This is an optimization exercise on Yosys and OpenROAD, whose aim is small area, a short achievable clock period and few clock cycles, not a production implementation.
In this exercise RTL edits were held to simulation tests only and were not proved equivalent to the original.

### flow/design.v
module loop_law (
    input  wire        clk,
    input  wire        rst,
    input  wire        wr_en,
    input  wire [5:0]  addr,
    input  wire [63:0] wdata,
    output wire [63:0] rdata,
    input  wire        start,
    input  wire [31:0] r,
    input  wire [31:0] y,
    input  wire        trk,
    input  wire [31:0] t,
    input  wire        first,
    output wire        ready,
    output reg         done,
    output reg  [31:0] out,
    output reg         sat
);
    localparam [4:0] MS_IDLE = 5'd0,  MS_W    = 5'd19,
                     MS_PID1 = 5'd1,  MS_PID2 = 5'd2,  MS_PID3 = 5'd3,
                     MS_PID4 = 5'd4,  MS_PID5 = 5'd5,  MS_BUB  = 5'd6,
                     MS_IU   = 5'd7,
                     MS_LL1  = 5'd8,  MS_LL2  = 5'd9,  MS_LL3  = 5'd10,
                     MS_SA   = 5'd11, MS_SB   = 5'd12, MS_SC   = 5'd13,
                     MS_SD   = 5'd14, MS_SE   = 5'd15,
                     MS_TA   = 5'd16, MS_TB   = 5'd17, MS_TC   = 5'd18;
    localparam X_E = 0, X_DD = 1, X_V = 2, X_Z = 3, X_T = 4, X_DHI = 5, X_DLO = 6;
    localparam [1:0] AC_ACC = 2'd0, AC_ZERO = 2'd1, AC_RND = 2'd2, AC_TSH = 2'd3;
    localparam [2:0] AD_NONE = 3'd0, AD_DD = 3'd1, AD_I = 3'd2, AD_X = 3'd3,
                     AD_S1 = 3'd4, AD_S2 = 3'd5;
    localparam [2:0] DS_ACC = 3'd0, DS_DD = 3'd1, DS_I = 3'd2, DS_X = 3'd3,
                     DS_S1 = 3'd4, DS_S2 = 3'd5, DS_V = 3'd6, DS_Z = 3'd7;
    wire [36:0] coef [0:23];        
    reg  [1:0]  strct;
    reg  [2:0]  nsec;
    reg  [1:0]  flags;
    reg  [31:0] umin, umax, rmax;
    reg  [63:0] st_i, st_dd, st_x;
    wire [63:0] st_s1 [0:3];
    wire [63:0] st_s2 [0:3];
    reg  [31:0] eprev, yprev, outprev;
    reg [4:0]  ms;                  
    reg [1:0]  q;                   
    reg [31:0] e_r, y_r, t_r;
    reg        trk_r, first_r;
    reg [32:0] dd_r;
    reg [31:0] v_r, z_r;
    reg        sat_acc;
    reg [36:0] cw_r;                
    reg [6:0]  xs_r;                
    reg [10:0] as_r;                
    reg [6:0]  rs_r;                
    reg        rc_r;                
    reg        a_val, a_fin;
    reg [1:0]  a_acc;
    reg        a_neg, a_lo, a_addneg;
    reg [2:0]  a_dst;
    reg [1:0]  a_q;
    reg        a_iu;
    reg [64:0] p_r;
    reg [4:0]  sh_r;
    reg [98:0] acc;
    wire idle = (ms == MS_IDLE);
    assign ready = idle;
    wire [32:0] m_xv = ({33{xs_r[X_E]}}   & {e_r[31], e_r})
                     | ({33{xs_r[X_DD]}}  & dd_r)
                     | ({33{xs_r[X_V]}}   & {v_r[31], v_r})
                     | ({33{xs_r[X_Z]}}   & {z_r[31], z_r})
                     | ({33{xs_r[X_T]}}   & {t_r[31], t_r})
                     | ({33{xs_r[X_DHI]}} & {st_dd[63], st_dd[63:32]})
                     | ({33{xs_r[X_DLO]}} & {1'b0, st_dd[31:0]});
    wire [34:0] bm_x  = {m_xv[32], m_xv, 1'b0};
    wire [32:0] bm_a1 = {cw_r[31], cw_r[31:0]};
    wire [32:0] bm_a2 = {cw_r[31:0], 1'b0};
    wire [65:0] bm_row [0:17];
    wire [16:0] bm_neg;
    genvar g;
    generate
        for (g = 0; g < 17; g = g + 1) begin : g_bm
            wire d0 = bm_x[2*g], d1 = bm_x[2*g+1], d2 = bm_x[2*g+2];
            wire one = d0 ^ d1;
            wire two = (d2 & ~d1 & ~d0) | (~d2 & d1 & d0);
            wire neg = d2 & ~(d1 & d0);
            wire [32:0] mag = ({33{one}} & bm_a1) | ({33{two}} & bm_a2);
            wire [32:0] v   = mag ^ {33{neg}};
            wire [33:0] row = {~v[32], v};
            assign bm_neg[g] = neg;
            if (g == 0) begin : g_r0
                assign bm_row[g] = {32'd0, row};
            end else begin : g_rn
                assign bm_row[g] = ({32'd0, row} << (2*g)) | ({65'd0, bm_neg[g-1]} << (2*g-2));
            end
        end
    endgenerate
    assign bm_row[17] = 66'h15555555600000000 | ({65'd0, bm_neg[16]} << 32);
    wire [65:0] bw0s = bm_row[0] ^ bm_row[1] ^ bm_row[2];
    wire [65:0] bw0c = {((bm_row[0][64:0] & bm_row[1][64:0]) | (bm_row[0][64:0] & bm_row[2][64:0]) | (bm_row[1][64:0] & bm_row[2][64:0])), 1'b0};
    wire [65:0] bw1s = bm_row[3] ^ bm_row[4] ^ bm_row[5];
    wire [65:0] bw1c = {((bm_row[3][64:0] & bm_row[4][64:0]) | (bm_row[3][64:0] & bm_row[5][64:0]) | (bm_row[4][64:0] & bm_row[5][64:0])), 1'b0};
    wire [65:0] bw2s = bm_row[6] ^ bm_row[7] ^ bm_row[8];
    wire [65:0] bw2c = {((bm_row[6][64:0] & bm_row[7][64:0]) | (bm_row[6][64:0] & bm_row[8][64:0]) | (bm_row[7][64:0] & bm_row[8][64:0])), 1'b0};
    wire [65:0] bw3s = bm_row[9] ^ bm_row[10] ^ bm_row[11];
    wire [65:0] bw3c = {((bm_row[9][64:0] & bm_row[10][64:0]) | (bm_row[9][64:0] & bm_row[11][64:0]) | (bm_row[10][64:0] & bm_row[11][64:0])), 1'b0};
    wire [65:0] bw4s = bm_row[12] ^ bm_row[13] ^ bm_row[14];
    wire [65:0] bw4c = {((bm_row[12][64:0] & bm_row[13][64:0]) | (bm_row[12][64:0] & bm_row[14][64:0]) | (bm_row[13][64:0] & bm_row[14][64:0])), 1'b0};
    wire [65:0] bw5s = bm_row[15] ^ bm_row[16] ^ bm_row[17];
    wire [65:0] bw5c = {((bm_row[15][64:0] & bm_row[16][64:0]) | (bm_row[15][64:0] & bm_row[17][64:0]) | (bm_row[16][64:0] & bm_row[17][64:0])), 1'b0};
    wire [65:0] bw6s = bw0s ^ bw0c ^ bw1s;
    wire [65:0] bw6c = {((bw0s[64:0] & bw0c[64:0]) | (bw0s[64:0] & bw1s[64:0]) | (bw0c[64:0] & bw1s[64:0])), 1'b0};
    wire [65:0] bw7s = bw1c ^ bw2s ^ bw2c;
    wire [65:0] bw7c = {((bw1c[64:0] & bw2s[64:0]) | (bw1c[64:0] & bw2c[64:0]) | (bw2s[64:0] & bw2c[64:0])), 1'b0};
    wire [65:0] bw8s = bw3s ^ bw3c ^ bw4s;
    wire [65:0] bw8c = {((bw3s[64:0] & bw3c[64:0]) | (bw3s[64:0] & bw4s[64:0]) | (bw3c[64:0] & bw4s[64:0])), 1'b0};
    wire [65:0] bw9s = bw4c ^ bw5s ^ bw5c;
    wire [65:0] bw9c = {((bw4c[64:0] & bw5s[64:0]) | (bw4c[64:0] & bw5c[64:0]) | (bw5s[64:0] & bw5c[64:0])), 1'b0};
    wire [65:0] bw10s = bw6s ^ bw6c ^ bw7s;
    wire [65:0] bw10c = {((bw6s[64:0] & bw6c[64:0]) | (bw6s[64:0] & bw7s[64:0]) | (bw6c[64:0] & bw7s[64:0])), 1'b0};
    wire [65:0] bw11s = bw7c ^ bw8s ^ bw8c;
    wire [65:0] bw11c = {((bw7c[64:0] & bw8s[64:0]) | (bw7c[64:0] & bw8c[64:0]) | (bw8s[64:0] & bw8c[64:0])), 1'b0};
    wire [65:0] bw12s = bw10s ^ bw10c ^ bw11s;
    wire [65:0] bw12c = {((bw10s[64:0] & bw10c[64:0]) | (bw10s[64:0] & bw11s[64:0]) | (bw10c[64:0] & bw11s[64:0])), 1'b0};
    wire [65:0] bw13s = bw11c ^ bw9s ^ bw9c;
    wire [65:0] bw13c = {((bw11c[64:0] & bw9s[64:0]) | (bw11c[64:0] & bw9c[64:0]) | (bw9s[64:0] & bw9c[64:0])), 1'b0};
    wire [65:0] bw14s = bw12s ^ bw12c ^ bw13s;
    wire [65:0] bw14c = {((bw12s[64:0] & bw12c[64:0]) | (bw12s[64:0] & bw13s[64:0]) | (bw12c[64:0] & bw13s[64:0])), 1'b0};
    wire [65:0] bw15s = bw14s ^ bw14c ^ bw13c;
    wire [65:0] bw15c = {((bw14s[64:0] & bw14c[64:0]) | (bw14s[64:0] & bw13c[64:0]) | (bw14c[64:0] & bw13c[64:0])), 1'b0};
    wire [65:0] bm_sum = bw15s + bw15c;
    wire [64:0] prod = bm_sum[64:0];
    wire [63:0] ad_v = ({64{as_r[0]}}  & st_i)
                     | ({64{as_r[1]}}  & st_dd)
                     | ({64{as_r[2]}}  & st_x)
                     | ({64{as_r[3]}}  & st_s1[0])
                     | ({64{as_r[4]}}  & st_s1[1])
                     | ({64{as_r[5]}}  & st_s1[2])
                     | ({64{as_r[6]}}  & st_s1[3])
                     | ({64{as_r[7]}}  & st_s2[0])
                     | ({64{as_r[8]}}  & st_s2[1])
                     | ({64{as_r[9]}}  & st_s2[2])
                     | ({64{as_r[10]}} & st_s2[3]);
    wire [98:0] p_x  = {{34{p_r[64]}}, p_r};
    wire [98:0] t_s0 = p_x << (~sh_r);
    wire [98:0] t_sh = {t_s0[97:0], 1'b0};                  
    wire [98:0] t_l  = a_lo ? {{32{t_sh[98]}}, t_sh[98:32]} : t_sh;
    wire        cin1 = a_neg | (a_lo & t_sh[31]);
    wire [98:0] t_n  = a_neg ? ~t_l : t_l;
    reg [98:0] acc_in;
    always @* begin
        case (a_acc)
            AC_ACC:  acc_in = acc;
            AC_RND:  acc_in = 99'd1 << 31;
            AC_TSH:  acc_in = {{35{t_r[31]}}, t_r, 32'd0};
            default: acc_in = 99'd0;
        endcase
    end
    wire [98:0] ad_x = {{35{ad_v[63]}}, ad_v};
    wire [98:0] ad_n = a_addneg ? ~ad_x : ad_x;
    wire [98:0] cs_s = acc_in ^ t_n ^ ad_n;
    wire [98:0] cs_c = (acc_in & t_n) | (acc_in & ad_n) | (t_n & ad_n);
    wire [98:0] sum  = cs_s + {cs_c[97:0], cin1} + {98'd0, a_addneg};
    wire        ovf    = ~((&sum[98:63]) | ~(|sum[98:63]));
    wire [63:0] st_val = ovf ? {sum[98], {63{~sum[98]}}} : sum[63:0];
    wire [31:0] sg_val = ovf ? {sum[98], {31{~sum[98]}}} : sum[63:32];
    wire signed [33:0] v_x    = {{2{v_r[31]}}, v_r};
    wire signed [33:0] umin_x = {{2{umin[31]}}, umin};
    wire signed [33:0] umax_x = {{2{umax[31]}}, umax};
    wire signed [33:0] lo_c   = {{2{outprev[31]}}, outprev} - {{2{rmax[31]}}, rmax};
    wire signed [33:0] hi_c   = {{2{outprev[31]}}, outprev} + {{2{rmax[31]}}, rmax};
    reg  signed [33:0] lo_q, hi_q;
    reg         rm_nz, mn_gt_lo, mx_lt_lo, mn_gt_hi, mx_lt_hi;
    reg         mn_lt_lo_r, mx_lt_lo_r, mn_gt_hi_r, mx_gt_hi_r;
    always @(posedge clk) begin
        lo_q <= lo_c;
        hi_q <= hi_c;
        rm_nz      <= (rmax != 32'd0);
        mn_lt_lo_r <= (umin_x < lo_c);
        mn_gt_lo   <= (umin_x > lo_c);
        mx_lt_lo   <= (umax_x < lo_c);
        mn_gt_hi   <= (umin_x > hi_c);
        mx_gt_hi_r <= (umax_x > hi_c);
        mx_lt_hi   <= (umax_x < hi_c);
    end
    wire c_a   = v_x < umin_x;
    wire c_b   = v_x > umax_x;
    wire c_c   = v_x < lo_q;
    wire c_d   = v_x > hi_q;
    wire c_elo = (v_x == lo_q);
    wire c_ehi = (v_x == hi_q);
    wire below = c_a ? mn_lt_lo_r : c_b ? mx_lt_lo : c_c;
    wire above = c_a ? mn_gt_hi   : c_b ? mx_gt_hi_r : c_d;
    wire w_lo  = rm_nz & below;
    wire w_hi  = rm_nz & ~below & above;
    wire w_mn  = ~w_lo & ~w_hi & c_a;
    wire w_mx  = ~w_lo & ~w_hi & ~c_a & c_b;
    wire w_v   = ~w_lo & ~w_hi & ~c_a & ~c_b;
    wire [31:0] lim_lo  = mn_gt_lo ? umin : mx_lt_lo ? umax : lo_q[31:0];
    wire [31:0] lim_hi  = mn_gt_hi ? umin : mx_lt_hi ? umax : hi_q[31:0];
    wire [31:0] lim_out = ({32{w_lo}} & lim_lo) | ({32{w_hi}} & lim_hi)
                        | ({32{w_mn}} & umin)   | ({32{w_mx}} & umax) | ({32{w_v}} & v_r);
    wire clamped = ~w_v & ~(w_lo & c_elo) & ~(w_hi & c_ehi);
    wire v_gt_w  = w_mx | (w_lo & ~c_c & ~c_elo) | (w_hi & c_d);
    wire di_pos  = ~p_r[64] & (|p_r[63:0]);
    wire di_nz   = |p_r;
    wire windup  = clamped & di_nz & (di_pos == v_gt_w);
    wire        a_st   = a_val && (a_dst != DS_ACC);
    wire        a_wr   = a_st && !(a_iu && windup);
    wire        hw     = wr_en;
    wire [63:0] s_bus  = rst ? 64'd0 : hw ? wdata : st_val;
    wire [36:0] c_bus  = rst ? 37'd0 : wdata[36:0];
    wire [31:0] w_bus  = rst ? 32'd0 : wdata[31:0];
    generate
        for (g = 0; g < 24; g = g + 1) begin : g_coef
            reg [36:0] q;
            always @(posedge clk)
                if (rst || (hw && addr == g)) q <= c_bus;
            assign coef[g] = q;
        end
        for (g = 0; g < 4; g = g + 1) begin : g_sec
            reg [63:0] s1, s2;
            always @(posedge clk) begin
                if (rst || (hw && addr == 31 + g) || (!hw && a_st && a_dst == DS_S1 && a_q == g))
                    s1 <= s_bus;
                if (rst || (hw && addr == 35 + g) || (!hw && a_st && a_dst == DS_S2 && a_q == g))
                    s2 <= s_bus;
            end
            assign st_s1[g] = s1;
            assign st_s2[g] = s2;
        end
    endgenerate
    always @(posedge clk) begin
        if (rst || (hw && addr == 6'd28) || (!hw && a_wr && a_dst == DS_I))  st_i  <= s_bus;
        if (rst || (hw && addr == 6'd29) || (!hw && a_st && a_dst == DS_DD)) st_dd <= s_bus;
        if (rst || (hw && addr == 6'd30) || (!hw && a_st && a_dst == DS_X))  st_x  <= s_bus;
        if (rst || (hw && addr == 6'd24)) begin
            strct <= w_bus[1:0]; nsec <= w_bus[6:4]; flags <= w_bus[9:8];
        end
        if (rst || (hw && addr == 6'd25)) umin <= w_bus;
        if (rst || (hw && addr == 6'd26)) umax <= w_bus;
        if (rst || (hw && addr == 6'd27)) rmax <= w_bus;
        if (rst || (hw && addr == 6'd39) || a_fin) eprev <= rst ? 32'd0 : hw ? wdata[31:0] : e_r;
        if (rst || (hw && addr == 6'd40) || a_fin) yprev <= rst ? 32'd0 : hw ? wdata[31:0] : y_r;
        if (rst || (hw && addr == 6'd41) || a_fin) outprev <= rst ? 32'd0 : hw ? wdata[31:0] : (trk_r ? t_r : lim_out);
    end
    wire [32:0] e_w = flags[1] ? ({y[31], y} - {r[31], r}) : ({r[31], r} - {y[31], y});
    wire        e_s = (e_w[32] != e_w[31]);
    wire [31:0] e_n = e_s ? {e_w[32], {31{~e_w[32]}}} : e_w[31:0];
    wire acc_ok = idle && start;
    wire last_q = ({1'b0, q} + 3'd1 == nsec);
    wire has_s  = (nsec != 3'd0);
    reg [4:0] ms_n;
    reg       o_v, o_fin;
    reg [1:0] o_acc;
    reg       o_neg, o_lo, o_addneg, o_iu;
    reg [2:0] o_add, o_dst;
    reg [4:0] first_s;
    always @* begin
        if (strct == 2'd1)      first_s = MS_PID1;
        else if (strct == 2'd2) first_s = MS_LL1;
        else if (has_s)         first_s = trk_r ? MS_TA : MS_SA;
        else                    first_s = MS_IDLE;
    end
    always @* begin
        ms_n = ms;
        o_v = 1'b1; o_acc = AC_ZERO; o_neg = 1'b0; o_lo = 1'b0; o_addneg = 1'b0;
        o_add = AD_NONE; o_dst = DS_ACC; o_iu = 1'b0;
        case (ms)
            MS_IDLE: begin
                o_v = 1'b0;
                if (start) begin
                    if (!a_fin)
                        ms_n = MS_W;                        
                    else if (strct == 2'd1) begin
                        ms_n = MS_PID2; o_v = 1'b1; o_lo = 1'b1;
                    end else if (strct == 2'd2)
                        ms_n = MS_LL1;
                    else if (has_s)
                        ms_n = trk ? MS_TA : MS_SA;
                    else begin
                        ms_n = MS_IDLE; o_v = 1'b1;
                    end
                end
            end
            MS_W: begin
                o_v = 1'b0;
                ms_n = first_s;
                if (first_s == MS_IDLE) o_v = 1'b1;
            end
            MS_PID1: begin ms_n = MS_PID2; o_lo = 1'b1; end
            MS_PID2: begin ms_n = MS_PID3; o_acc = AC_ACC; end
            MS_PID3: begin ms_n = MS_PID4; o_acc = AC_ACC; o_dst = DS_DD; end
            MS_PID4: begin
                if (trk_r) begin
                    ms_n = has_s ? MS_TA : MS_IDLE;
                    o_acc = AC_TSH; o_neg = 1'b1; o_add = AD_DD; o_addneg = 1'b1; o_dst = DS_I;
                end else begin
                    ms_n = MS_PID5;
                    o_acc = AC_RND; o_add = AD_DD;
                end
            end
            MS_PID5: begin ms_n = has_s ? MS_BUB : MS_IU; o_acc = AC_ACC; o_add = AD_I; o_dst = DS_V; end
            MS_BUB:  begin ms_n = MS_SA; o_v = 1'b0; end
            MS_IU:   begin ms_n = MS_IDLE; o_add = AD_I; o_dst = DS_I; o_iu = 1'b1; end
            MS_LL1: begin
                if (trk_r) begin
                    ms_n = has_s ? MS_TA : MS_IDLE;
                    o_acc = AC_TSH; o_neg = 1'b1; o_dst = DS_X;
                end else begin
                    ms_n = MS_LL2;
                    o_acc = AC_RND; o_add = AD_X; o_dst = DS_V;
                end
            end
            MS_LL2: begin ms_n = MS_LL3; end
            MS_LL3: begin ms_n = has_s ? MS_SA : MS_IDLE; o_acc = AC_ACC; o_neg = 1'b1; o_dst = DS_X; end
            MS_SA:  begin ms_n = MS_SB; o_acc = AC_RND; o_add = AD_S1; o_dst = DS_Z; end
            MS_SB:  begin ms_n = MS_SC; o_add = AD_S2; end
            MS_SC:  begin ms_n = MS_SD; o_acc = AC_ACC; o_neg = 1'b1; o_dst = DS_S1; end
            MS_SD:  begin ms_n = MS_SE; end
            MS_SE:  begin
                ms_n = !last_q ? MS_SA : (strct == 2'd1) ? MS_IU : MS_IDLE;
                o_acc = AC_ACC; o_neg = 1'b1; o_dst = DS_S2;
            end
            MS_TA:  begin ms_n = MS_TB; o_acc = AC_TSH; o_neg = 1'b1; o_dst = DS_S1; end
            MS_TB:  begin ms_n = MS_TC; end
            MS_TC:  begin ms_n = last_q ? MS_IDLE : MS_TA; o_acc = AC_ACC; o_neg = 1'b1; o_dst = DS_S2; end
            default: begin ms_n = MS_IDLE; o_v = 1'b0; end
        endcase
        o_fin = o_v && (ms_n == MS_IDLE);
    end
    wire [1:0] q_n = (ms == MS_SE || ms == MS_TC) ? q + 2'd1 : acc_ok ? 2'd0 : q;
    reg [4:0] j_n;
    reg [6:0] x_n;
    reg       busy_n;
    reg [4:0] sb_n;
    always @* begin
        case (q_n)
            2'd0: sb_n = 5'd4;
            2'd1: sb_n = 5'd9;
            2'd2: sb_n = 5'd14;
            default: sb_n = 5'd19;
        endcase
        busy_n = 1'b1;
        j_n = 5'd2; x_n = 7'd1 << X_DLO;
        case (ms_n)
            MS_PID1: begin j_n = 5'd2;        x_n = 7'd1 << X_DLO; end
            MS_PID2: begin j_n = 5'd2;        x_n = 7'd1 << X_DHI; end
            MS_PID3: begin j_n = 5'd3;        x_n = 7'd1 << X_DD;  end
            MS_PID4: begin j_n = 5'd0;        x_n = 7'd1 << X_E;   end
            MS_PID5: begin j_n = 5'd1;        x_n = 7'd1 << X_E;   end
            MS_IU:   begin j_n = 5'd1;        x_n = 7'd1 << X_E;   end
            MS_LL1:  begin j_n = 5'd0;        x_n = 7'd1 << X_E;   end
            MS_LL2:  begin j_n = 5'd1;        x_n = 7'd1 << X_E;   end
            MS_LL3:  begin j_n = 5'd2;        x_n = 7'd1 << X_V;   end
            MS_SA:   begin j_n = sb_n;        x_n = 7'd1 << X_V;   end
            MS_SB:   begin j_n = sb_n + 5'd1; x_n = 7'd1 << X_V;   end
            MS_SC:   begin j_n = sb_n + 5'd3; x_n = 7'd1 << X_Z;   end
            MS_SD:   begin j_n = sb_n + 5'd2; x_n = 7'd1 << X_V;   end
            MS_SE:   begin j_n = sb_n + 5'd4; x_n = 7'd1 << X_Z;   end
            MS_TA:   begin j_n = sb_n;        x_n = 7'd1 << X_T;   end
            MS_TB:   begin j_n = sb_n + 5'd2; x_n = 7'd1 << X_T;   end
            MS_TC:   begin j_n = sb_n + 5'd4; x_n = 7'd1 << X_T;   end
            MS_W: begin
                busy_n = 1'b1;
                j_n = (strct == 2'd1) ? 5'd2 : (strct == 2'd2) ? 5'd0 : 5'd4;
            end
            default: begin
                busy_n = o_fin;
                j_n = 5'd2; x_n = 7'd1 << X_DLO;
            end
        endcase
    end
    wire [4:0]  cj    = busy_n ? j_n : addr[4:0];
    wire [36:0] cw_n  = (cj < 5'd24) ? coef[cj] : 37'd0;
    reg [10:0] as_n;
    always @* begin
        as_n = 11'd0;
        if (o_v) begin
            case (o_add)
                AD_I:    as_n[0] = 1'b1;
                AD_DD:   as_n[1] = 1'b1;
                AD_X:    as_n[2] = 1'b1;
                AD_S1:   as_n[3 + q] = 1'b1;
                AD_S2:   as_n[7 + q] = 1'b1;
                default: ;
            endcase
        end else if (addr >= 6'd28 && addr <= 6'd38)
            as_n[addr - 6'd28] = 1'b1;
    end
    always @(posedge clk) begin
        cw_r <= (!busy_n && hw) ? wdata[36:0] : cw_n;
        xs_r <= x_n;
        as_r <= as_n;
        rc_r <= (addr < 6'd24);
        rs_r <= {addr == 6'd41, addr == 6'd40, addr == 6'd39, addr == 6'd27,
                 addr == 6'd26, addr == 6'd25, addr == 6'd24};
        p_r  <= prod;
        sh_r <= cw_r[36:32];
        a_acc <= o_acc; a_neg <= o_neg; a_lo <= o_lo; a_addneg <= o_addneg;
        a_dst <= o_dst; a_q <= q; a_iu <= o_iu;
        if (flags[0])
            dd_r <= (first_r ? {y_r[31], y_r} : {yprev[31], yprev}) - {y_r[31], y_r};
        else
            dd_r <= {e_r[31], e_r} - (first_r ? {e_r[31], e_r} : {eprev[31], eprev});
        if (a_val && a_dst == DS_ACC) acc <= sum;
        if (a_val && a_dst == DS_Z) z_r <= sg_val;
        if (a_val && a_dst == DS_V) v_r <= sg_val;
        else if (ms == MS_SE) v_r <= z_r;
        else if (acc_ok) v_r <= e_n;
        if (acc_ok) begin
            e_r <= e_n; y_r <= y; t_r <= t; trk_r <= trk; first_r <= first;
        end
        if (rst) begin
            ms <= MS_IDLE; q <= 2'd0;
            a_val <= 1'b0; a_fin <= 1'b0;
            done <= 1'b0; out <= 32'd0; sat <= 1'b0; sat_acc <= 1'b0;
        end else begin
            ms <= ms_n;
            q <= q_n;
            a_val <= o_v;
            a_fin <= o_fin;
            done <= a_fin;
            if (a_fin) begin
                out <= trk_r ? t_r : lim_out;
                sat <= sat_acc | (a_wr & ovf) | (~trk_r & clamped);
            end
            if (acc_ok) sat_acc <= e_s;
            else if (a_wr) sat_acc <= sat_acc | ovf;
        end
    end
    assign rdata = ({64{rc_r}} & {27'd0, cw_r})
                 | ad_v
                 | ({64{rs_r[0]}} & {54'd0, flags, 1'b0, nsec, 2'b00, strct})
                 | ({64{rs_r[1]}} & {32'd0, umin})
                 | ({64{rs_r[2]}} & {32'd0, umax})
                 | ({64{rs_r[3]}} & {32'd0, rmax})
                 | ({64{rs_r[4]}} & {32'd0, eprev})
                 | ({64{rs_r[5]}} & {32'd0, yprev})
                 | ({64{rs_r[6]}} & {32'd0, outprev});
endmodule
### flow/constraint.sdc
create_clock -name core_clock -period 25.0 [get_ports {clk}]
set_input_delay 5.0000 -clock core_clock [delete_from_list [all_inputs] [get_ports {clk}]]
set_output_delay 5.0000 -clock core_clock [all_outputs]
set_load 0.01 [all_outputs]
### flow/config.mk
export PLATFORM = sky130hd
export DESIGN_NAME = loop_law
export DESIGN_NICKNAME = loop_law
export VERILOG_FILES = /design/flow/design.v
export SDC_FILE = /design/flow/constraint.sdc
export NUM_CORES = 4
export LEC_CHECK = 0
export CAP_MARGIN = 20
export CELL_PAD_IN_SITES_DETAIL_PLACEMENT = 2
export CELL_PAD_IN_SITES_GLOBAL_PLACEMENT = 4
export CORE_MARGIN = 2
export CORE_UTILIZATION = 25
export PLACE_DENSITY = 0.45
export SLEW_MARGIN = 20
### flow/run.sh
#!/bin/bash
# synth_recipe.tcl (not shown) runs the flow's synth.tcl, then flattens the netlist and writes it again
# the make line also repeats each setting of config.mk as NAME=value (left out here)
make -C /OpenROAD-flow-scripts/flow DESIGN_CONFIG=/design/flow/config.mk WORK_HOME=/design/flow/orfs CLKGATE_MAP_FILE= SYNTH_SCRIPT=/design/flow/synth_recipe.tcl finish
==> results.txt <==
[per-stage QoR]
stage	instance area [um^2]	setup WS, ns	std cells	utilization, %
floorplan	148000	11.23	13176	-
global placement	162000	12.44	20810	27.4
detailed placement	162000	12.24	20815	27.4
CTS	172000	12.18	21371	29.2
global route	172000	11.88	21379	29.2
finish	172000	12.58	21418	29.2
[critical path: cells and delay by family, from the launching register on]
kind | cells | cell delay (ns)
buffers and inverters | 6 | 2.16
XOR/XNOR | 2 | 0.53
adder cells (fa/ha/maj) | 2 | 0.93
AO/OA/AOI/OAI | 8 | 3.55
AND/OR/NAND/NOR | 10 | 3.49
flip-flops | 1 | 0.74
multiplexers | 2 | 0.49
[sequential cells by signal, indices dropped and copies added, names as in the netlist, 33 cells and up]
name      cells
acc          99
cw_r         37
dd_r         33
g_coef.q    888
g_sec.s1    256
g_sec.s2    256
hi_q         33
p_r          65
st_dd        64
st_i         64
st_x         64
[kinds of logic (layout without fill, tap and decap cells)]
kind of cell | after synthesis | count (layout) | share of synthesized area (%)
compound gates | 3660 | 3660 | 17.6
simple gates | 2501 | 2501 | 8.33
flops | 2345 | 2345 | 45.6
buf+inv | 1927 | 2312 | 5.00
fa+ha+maj | 1379 | 1379 | 14.6
xor+xnor | 991 | 991 | 5.87
mux | 373 | 373 | 3.03
other cells | 0 | 47 | 0
[final cells by class]
| cell class | count | area [um^2] |
|---|---|---|
| clock inverters | 164 | 1850 |
| clock buffers | 392 | 8240 |
| repair buffers | 735 | 6220 |
| multi-input cells | 8904 | 74500 |
| well taps | 7810 | 9770 |
| fillers | 62937 | 417000 |
| diodes | 47 | 118 |
| flip-flops and latches | 2345 | 67600 |
| inverters | 1021 | 3840 |
[cells in the final DEF, fill, tap and decap left out, types with 224 or more instances in the layout]
cell and instances:
a21o_1 234, a21oi_1 638, a22o_1 240, a22oi_1 837, buf_4 459, clkbuf_16 310
clkdlybuf4s50_1 265, dfxtp_1 224, edfxtp_1 2052, fa_1 569, ha_1 804, inv_1 1014
mux2i_1 259, nand2_1 714, nor2_1 469, o21ai_0 481, xnor2_1 496, xor2_1 472
[metal layers]
layer  GRT usage, %  up-vias  share of wire [%]
met5              0        -              0.017
met4           10.0       22                4.2
met3           3.33      969                4.9
met2           47.0     3922                 46
met1           39.9    64734                 45
li1               -    49376                  -
[worst paths after layout]
path / from / end / slack (ns) / cells past startpoint
worst min-delay path: cw_r[36] / sh_r[4] / 0.37 / 0
worst max-delay path: sh_r[1] / g_sec[0].s2[33] / 12.58 / 30
worst max register to register: sh_r[1] / g_sec[0].s2[33] / 12.58 / 30
worst min register to register: cw_r[36] / sh_r[4] / 0.37 / 0
==> impl_metrics.py <==
metrics = {
    "outcome": {
        "status": "finished clean",
    },
    "grt": {
        "grt_start_max_net_pins": 77,
        "antenna_found_initial": 139,
        "grt_pass1_wl_um": 1190000,
        "grt_pass1_vias": 126200,
        "overflow": 0,
        "grtUsageTotal_pct": 28.9,
    },
    "logic_synthesis": {
        "synthTopCellsByArea": "edfxtp_1 (42%), fa_1 (7.7%), ha_1 (6.8%), a22oi_1 (4.3%), dfxtp_1 (4.0%)",
        "yosys.area.top_type_share_pct": 41.7,
        "synth-seq-area-share_pct": 45.6,
        "synth_most_common_cell": "edfxtp_1",
        "synth_nets": 14722,
        "syn_inst": 13176,
        "ys.flop_type": "edfxtp_1",
        "ys_warn_count": 1,
        "netlist_area_mm2": 0.148,
        "synth_edf_count": 2052,
        "ys_top_cells_by_count": "edfxtp_1 (2052), inv_1 (1015), a22oi_1 (837)",
        "synth_area_per_cell_um2": 11.2,
        "yosys.area.top_type": "edfxtp_1",
        "async_flop_share_pct": 0,
        "synth_seq_cells": 2345,
        "synth_cell_types": 105,
    },
    "cells_and_area": {
        "syn_to_final_growth_pct": 16.5,
        "drive_gt1_share_pct": 10.3,
        "fin_nets": 14857,
    },
    "timing": {
        "layout_min_cycle_time_ns": 12.42,
        "rsz0062_at_grt": "false",
        "fmax_ghz": 0.0805,
        "setup_viol": 0,
        "hold_slack_ns": 0.368,
        "fin_setup_tns_ns": 0,
        "hold_violations": 0,
        "drv_slew": 0,
        "tightest_slew_ns": 1.33,
        "max-slew-margin-rel_pct": 11.4,
        "skew_ns": 0.127,
        "min_period_over_period_pct": 49.7,
    },
    "floorplanning": {
        "dieArea_mm2": 0.598,
        "dieWidth_um": 773,
        "die_h_um": 773,
        "rows": 282,
        "core_mm2": 0.590,
        "ios": 271,
        "start_util_pct": 25.1,
    },
    "setup_path": {
        "required_ns": 25.60,
        "critPathMostFrequentCell": "buf_4",
        "slowest_stage": "nor4_1",
        "arrival_ns": 13.02,
        "worst-setup-path-type": "reg2reg",
        "end_kind": "flop",
        "worst-path-max-fanout": 42,
        "start_kind": "flop",
        "cpPeakStageDelay_ns": 0.78,
    },
    "clocking": {
        "cts_hold_buf": 0,
        "post_cts_resized": 0,
        "cts_made_buffers": 304,
        "clock_sinks": 2345,
        "cts_root_buffer": "clkbuf_16",
        "h-tree-depth": 5,
        "clockBufferDepth": 4,
        "post_cts_buffers": 0,
        "insertion_delay_ns": 1.03,
        "clk_transition_reported_paths_ns": 0.06,
        "tritoncts": "done",
    },
    "drt": {
        "ant_nets": 0,
        "viasPerCell": 5.56,
        "first_pass_iters": 8,
        "wl_um": 892000,
        "drt-initial-drc-count": 11528,
        "post_drt_wl_per_cell_um": 41.7,
        "route.detailed.drc": 0,
        "detailroute.via_count": 119023,
    },
    "placed_design": {
        "portBuffers": 270,
        "gp_congestion": 0.902,
        "dp_hpwl_um": 648000,
    },
    "worst_hold_path": {
        "worstHoldPathType": "reg2reg",
    },
    "flow_run": {
        "drv_cap": 0,
    },
}
Testbench counts, summed over its fixed seeds: cycles 150,000.

separate check: timing with driven ports:
How much do the figures lean on ideal ports? The routed layout below was timed once more, with nothing changed but the port constraints.
Step 1 sets driving cells, clkbuf_16 on the clock port and buf_2 on the other inputs (assumed; they add their load-dependent delay and slew).
Step 2, shift: input delay + t, output delay - t, t = (earliest + latest rising clock arrival at the registers) / 2. This alone moves slack from input paths to output paths.
a / b / c = ideal ports / drivers / drivers and shift; a / b = the first two.
t (ns): 1.104
slack for setup (ns): 12.578 / 12.578 / 12.578
slew at the worst register clock pin (ns): 0.07 / 0.07
After both steps this run still meets setup and hold. For this run, drivers alone change the setup slack by 0.000 ns; drivers and shift together by 0.000 ns.
